Context: an optimization exercise on an open-source flow, tuned for small area, a short achievable clock period and few clock cycles per item. The choices shown serve that exercise and are no tape-out recipe. In this exercise RTL edits were held to simulation tests only and were not proved equivalent to the original.

## flow/config.mk

```make
export PLATFORM = sky130hd
export DESIGN_NAME = rs_parity
export DESIGN_NICKNAME = rs_parity
export VERILOG_FILES = /design/flow/design.v
export SDC_FILE = /design/flow/constraint.sdc
export NUM_CORES = 4
export LEC_CHECK = 0
export CAP_MARGIN = 30
export CORE_MARGIN = 2
export CORE_UTILIZATION = 30
export SLEW_MARGIN = 30
```

## flow/constraint.sdc

```tcl
create_clock -name core_clock -period 12.0 [get_ports {clk}]
set_input_delay 2.4000 -clock core_clock [delete_from_list [all_inputs] [get_ports {clk}]]
set_output_delay 2.4000 -clock core_clock [all_outputs]
set_load 0.01 [all_outputs]
```

## flow/design.v

```verilog
module rs_parity (
    input  wire         clk,
    input  wire         rst,         
    input  wire         in_valid,
    output wire         in_ready,
    input  wire [31:0]  in_data,     
    input  wire [4:0]   in_k,        
    input  wire [3:0]   in_m,        
    output reg          out_valid,
    input  wire         out_ready,
    output reg  [255:0] out_data     
);
    function [7:0] gf_mul;
        input [7:0] a;
        input [7:0] b;
        integer i;
        reg [7:0] p;
        reg [7:0] x;
        begin
            p = 8'h00;
            x = a;
            for (i = 0; i < 8; i = i + 1) begin
                if (b[i])
                    p = p ^ x;
                x = {x[6:0], 1'b0} ^ (x[7] ? 8'h1D : 8'h00);
            end
            gf_mul = p;
        end
    endfunction
    function [7:0] gf_inv5;
        input [4:0] a;
        begin
            case (a)
                5'd1:  gf_inv5 = 8'h01;
                5'd2:  gf_inv5 = 8'h8e;
                5'd3:  gf_inv5 = 8'hf4;
                5'd4:  gf_inv5 = 8'h47;
                5'd5:  gf_inv5 = 8'ha7;
                5'd6:  gf_inv5 = 8'h7a;
                5'd7:  gf_inv5 = 8'hba;
                5'd8:  gf_inv5 = 8'had;
                5'd9:  gf_inv5 = 8'h9d;
                5'd10: gf_inv5 = 8'hdd;
                5'd11: gf_inv5 = 8'h98;
                5'd12: gf_inv5 = 8'h3d;
                5'd13: gf_inv5 = 8'haa;
                5'd14: gf_inv5 = 8'h5d;
                5'd15: gf_inv5 = 8'h96;
                5'd16: gf_inv5 = 8'hd8;
                5'd17: gf_inv5 = 8'h72;
                5'd18: gf_inv5 = 8'hc0;
                5'd19: gf_inv5 = 8'h58;
                5'd20: gf_inv5 = 8'he0;
                5'd21: gf_inv5 = 8'h3e;
                5'd22: gf_inv5 = 8'h4c;
                5'd23: gf_inv5 = 8'h66;
                5'd24: gf_inv5 = 8'h90;
                5'd25: gf_inv5 = 8'hde;
                5'd26: gf_inv5 = 8'h55;
                5'd27: gf_inv5 = 8'h80;
                5'd28: gf_inv5 = 8'ha0;
                5'd29: gf_inv5 = 8'h83;
                5'd30: gf_inv5 = 8'h4b;
                5'd31: gf_inv5 = 8'h2a;
                default: gf_inv5 = 8'h00;
            endcase
        end
    endfunction
    reg  [4:0]   beat;       
    reg  [4:0]   k_r;
    reg  [3:0]   m_r;
    reg  [255:0] acc;
    wire         take   = in_valid && in_ready;
    wire         first  = (beat == 5'd0);
    wire [4:0]   cur_k  = first ? in_k : k_r;
    wire [3:0]   cur_m  = first ? in_m : m_r;
    wire         last   = (beat == cur_k - 5'd1);
    wire [4:0]   base   = {1'b0, cur_m} + beat;
    reg  [7:0]   coef [0:7];
    reg  [255:0] acc_next;
    integer q, t;
    always @(*) begin
        for (q = 0; q < 8; q = q + 1)
            coef[q] = (q < cur_m) ? gf_inv5(q[4:0] ^ base) : 8'h00;
        acc_next = first ? 256'd0 : acc;
        for (q = 0; q < 8; q = q + 1)
            for (t = 0; t < 4; t = t + 1)
                acc_next[32*q + 8*t +: 8] = acc_next[32*q + 8*t +: 8]
                                          ^ gf_mul(coef[q], in_data[8*t +: 8]);
    end
    assign in_ready = !out_valid || out_ready;
    always @(posedge clk) begin
        if (rst) begin
            beat      <= 5'd0;
            out_valid <= 1'b0;
        end else begin
            if (out_valid && out_ready)
                out_valid <= 1'b0;
            if (take) begin
                if (first) begin
                    k_r <= in_k;
                    m_r <= in_m;
                end
                if (last) begin
                    beat      <= 5'd0;
                    out_valid <= 1'b1;
                end else begin
                    beat      <= beat + 5'd1;
                end
            end
        end
    end
    always @(posedge clk) begin
        if (take) begin
            if (last)
                out_data <= acc_next;
            else
                acc      <= acc_next;
        end
    end
endmodule
```

## flow/run.sh

```bash
#!/bin/bash
# synth_recipe.tcl (not shown) runs the flow's synth.tcl, then flattens the netlist and writes it again
# the make line also repeats each setting of config.mk as NAME=value (left out here)
make -C /OpenROAD-flow-scripts/flow DESIGN_CONFIG=/design/flow/config.mk WORK_HOME=/design/flow/orfs CLKGATE_MAP_FILE= SYNTH_SCRIPT=/design/flow/synth_recipe.tcl finish
```

==> out/qor.txt <==
TNS Setup: 0 ps
Nets: 6596
Yosys warning total: 2
Crit path max-delay family: simple AND/OR/NAND/NOR gates
DP Wirelength: 166000 µm
Crit start category: primary input
# setup viols final: 0
CTS tree: yes
Top cells by area, synth: edfxtp_1 (29%), xnor2_1 (27%), nand2_1 (15%)
Min Tclk post-route: 9421 ps
Synth top area share: 0.2944
Initial DRC count: 6833
Worst slew margin: 0.2460
Slew of the pin with the lowest slew margin: 1131 ps
Count leader, synth: nand2_1
Final Hold Vio Count: 0
Hold slack: 560.9 ps
Post-CTS Resized: 0
Final Util: 0.3461
Dominant synthesized flop cell: edfxtp_1
Post-synth EDFFs: 521
DR WL met2: 107300 µm
Buf+Inv Stages, Crit Path: 5
Die W: 424.9 µm
Top routing layer in use: met5
Port buffer count: 302
DRC Markers: 0
Final worst slack: 2579 ps
Std-Cell Rows: 154
Pre-CTS WS: 2208 ps
Met3 WL: 28700 µm
Synth Register Bits: 527
Starting Density: 0.3017
Top post-synthesis cells by count: nand2_1 (2119), xnor2_1 (1620), edfxtp_1 (521)
GP Congestion: 1.030
Full die area: 180500 µm²
Status: no timing/DRC/antenna violations
Clock sinks: 527
Arrival time of the worst setup path: 9830 ps
Layout cells sized above 1: 0.07816
Clock latency (worst-skew pair): 730 ps
Clk buf depth: 3
CTS buffer count: 70
Gate Count Post-Synth: 6518
Vias in the first global route: 46990
Post CTS Setup Buffer Count: 0
Max Cap Viol: 0
Root buf cell: clkbuf_16
Area added between synthesis and finish: 14.71%
Hold_buf cts: 0
Remaining Overflow, GRT: 0
Mapped Nets: 6580
H-tree levels: 3
Worst Path Max Fanout: 21
Netlist Area Pre-Place: 53140 µm²
Critical path's most frequent cell: xnor2_1
Via Count: 49540
Share of the yosys chip area belonging to registers: 0.2967
Skew final: 40.83 ps
Crit path cell chain: clkdlybuf4s50_1 -> nand2_1 -> nand2_1 -> ha_1 -> inv_1 -> fa_1 -> buf_4 -> inv_2 -> ha_1 -> nor2_1 -> a21o_1 -> o21ai_0 -> o21ai_0 -> and2_1 -> mux2_2 -> buf_4 -> nand2_1 -> xnor2_1 -> xnor2_1 -> xnor2_1 -> xnor2_1
Distinct cells, synth: 103
Filler cells: 18130
Synth area leader: edfxtp_1
Clock slew at reported path FFs: 60 ps
Endpoint class of the critical path: flop
Via/cell ratio: 5.545
Die Height: 424.9 µm
DR pass1 iterations: 12
Drt wl/cell: 28.24 µm
Core Region: 176100 µm²
Tcrit/Tclk final: 0.7851
RSZ-0062 raised after global routing: false
Fin. max-slew vios: 0
Largest net degree at the start of global routing: 136
Setup CP Type: primary input to flop
Crit-path slowest cell: and2_1
Routed Antenna Nets: 0
Area of the multi-input gates: 35420 µm²
Ports: 303
Post-Syn Area per Cell: 8.153 µm²
Global-route wire length before repair: 353700 µm
Worst min-delay path class: flop to flop
Initial antenna violation count: 18
Highest clock rate: 0.1061 GHz
GRT Total Usage: 0.2705
WL final: 252300 µm
Async SR Flop Fraction: 0
CP required: 12410 ps
Storage cell area: 15770 µm²
Met1 Wirelength: 95540 µm
CP peak stage delay: 950 ps
-- stage by stage --
stage	std cells	area, µm²
2_1_floorplan	6518	53140
3_3_place_gp	8797	58420
3_5_place_dp	8799	58530
4_1_cts	8926	60850
5_1_grt	8929	60940
6_report	8935	60960
-- metal layers --
| layer | global-route usage | vias up |
|---|---|---|
| li1 | - | 21250 |
| met1 | 0.3443 | 23910 |
| met2 | 0.4051 | 3472 |
| met3 | 0.05841 | 892 |
| met4 | 0.1925 | 20 |
| met5 | 0.002646 | - |
-- layout make-up --
class,count,share of cell area
multi-input cells,5422,0.5811
flip-flops and latches,527,0.2586
well taps,2340,0.04803
diodes,6,0.0002463
repair buffers,484,0.07207
clock buffers,73,0.02892
inverters,29,0.001909
clock inverters,54,0.009052
-- logic make-up (layout without fill, tap and decap cells) --
kind of cell / Yosys count / in the layout / synth area share
AO/OA/AOI/OAI: 759 / 759 / 0.09550
XOR/XNOR: 2022 / 2022 / 0.3480
adder cells (fa/ha/maj): 17 / 17 / 0.004144
buffers and inverters: 569 / 640 / 0.04365
flip-flops: 527 / 527 / 0.2967
multiplexers: 91 / 91 / 0.02131
other: 0 / 6 / 0
AND/OR/NAND/NOR: 2533 / 2533 / 0.1907
-- flip-flops by register name, summed over array words and instances, names as in the netlist --
register,count
acc,256
k_r,5
m_r,4
out_valid,1
beat,5
out_data,256
-- tightest hold or removal path: stages (launching register included) --
cell     delay [ps]
dfxtp_1         380
nand2_1          90
a21oi_1          50
-- path summary, 6_finish.rpt --
check / cells after the start / end / start / slack, ps
setup / recovery: 21 / out_data[45]$_DFFE_PP_ / in_m[0] / 2580
hold / removal: 2 / beat[1]$_SDFFE_PP0P_ / beat[1]$_SDFFE_PP0P_ / 560
hold reg to reg: 2 / beat[1]$_SDFFE_PP0P_ / beat[1]$_SDFFE_PP0P_ / 560
setup reg to reg: 18 / out_data[205]$_DFFE_PP_ / beat[1]$_SDFFE_PP0P_ / 3080
-- cell usage in the layout, fill, tap and decap left out, types with 10 or more instances in the layout --
cell / netlist / layout
nand2_1: 2119 / 2119
xnor2_1: 1620 / 1612
edfxtp_1: 521 / 521
xor2_1: 334 / 326
o21ai_0: 280 / 278
clkdlybuf4s50_1: 0 / 270
buf_4: 17 / 182
nor2_1: 155 / 145
a22oi_1: 129 / 129
a21oi_1: 93 / 90
clkbuf_16: 0 / 70
nand3_1: 61 / 61
mux2_2: 41 / 41
xnor3_1: 41 / 41
nand2b_1: 37 / 37
mux2i_1: 35 / 33
and2_1: 30 / 30
o211ai_1: 29 / 29
inv_1: 25 / 24
nor2b_1: 23 / 23
and3_1: 23 / 22
a211oi_1: 23 / 20
nor3_1: 21 / 20
buf_2: 84 / 20
a222oi_1: 19 / 19
xnor2_2: 13 / 18
xor2_2: 12 / 17
or2_2: 17 / 17
ha_1: 16 / 16
a221oi_1: 15 / 15
clkinv_2: 0 / 14
o21ai_1: 11 / 13
nand4_1: 13 / 13
clkinv_1: 1 / 13
o221ai_1: 12 / 12
a31oi_1: 12 / 11
mux4_2: 11 / 11
a21o_1: 10 / 10
o22ai_1: 11 / 10
nor2_2: 3 / 10
Testbench counts, summed over its fixed seeds: cycles 21,248, items 21,240.

==> afterwards: timing with drivers on the ports <==
The flow's constraints put no driver on any port. The routed layout listed below was extracted and timed again, unchanged, in two steps.
Step 1 sets driving cells, clkbuf_16 on the clock port and buf_2 on the other inputs (assumed; they add their load-dependent delay and slew).
Step 2 adds t to the input delays and takes it off the output delays; t is the mean of the earliest and latest rising clock arrival at the registers after step 1. Input paths then give back, and output paths get back, about the clock's delay inside the block.
Three values: no drivers, after step 1, after step 2; two values: the first two.
t (ns): 0.794
setup WS [ns]: 2.579 / 2.642 / 1.848
slew at the worst register clock pin (ns): 0.07 / 0.07
cell pins on the clock port's net: 1
After both steps this run still meets setup and hold. The setup slack of this run moves by +0.063 ns with the drivers and by -0.731 ns with both steps.
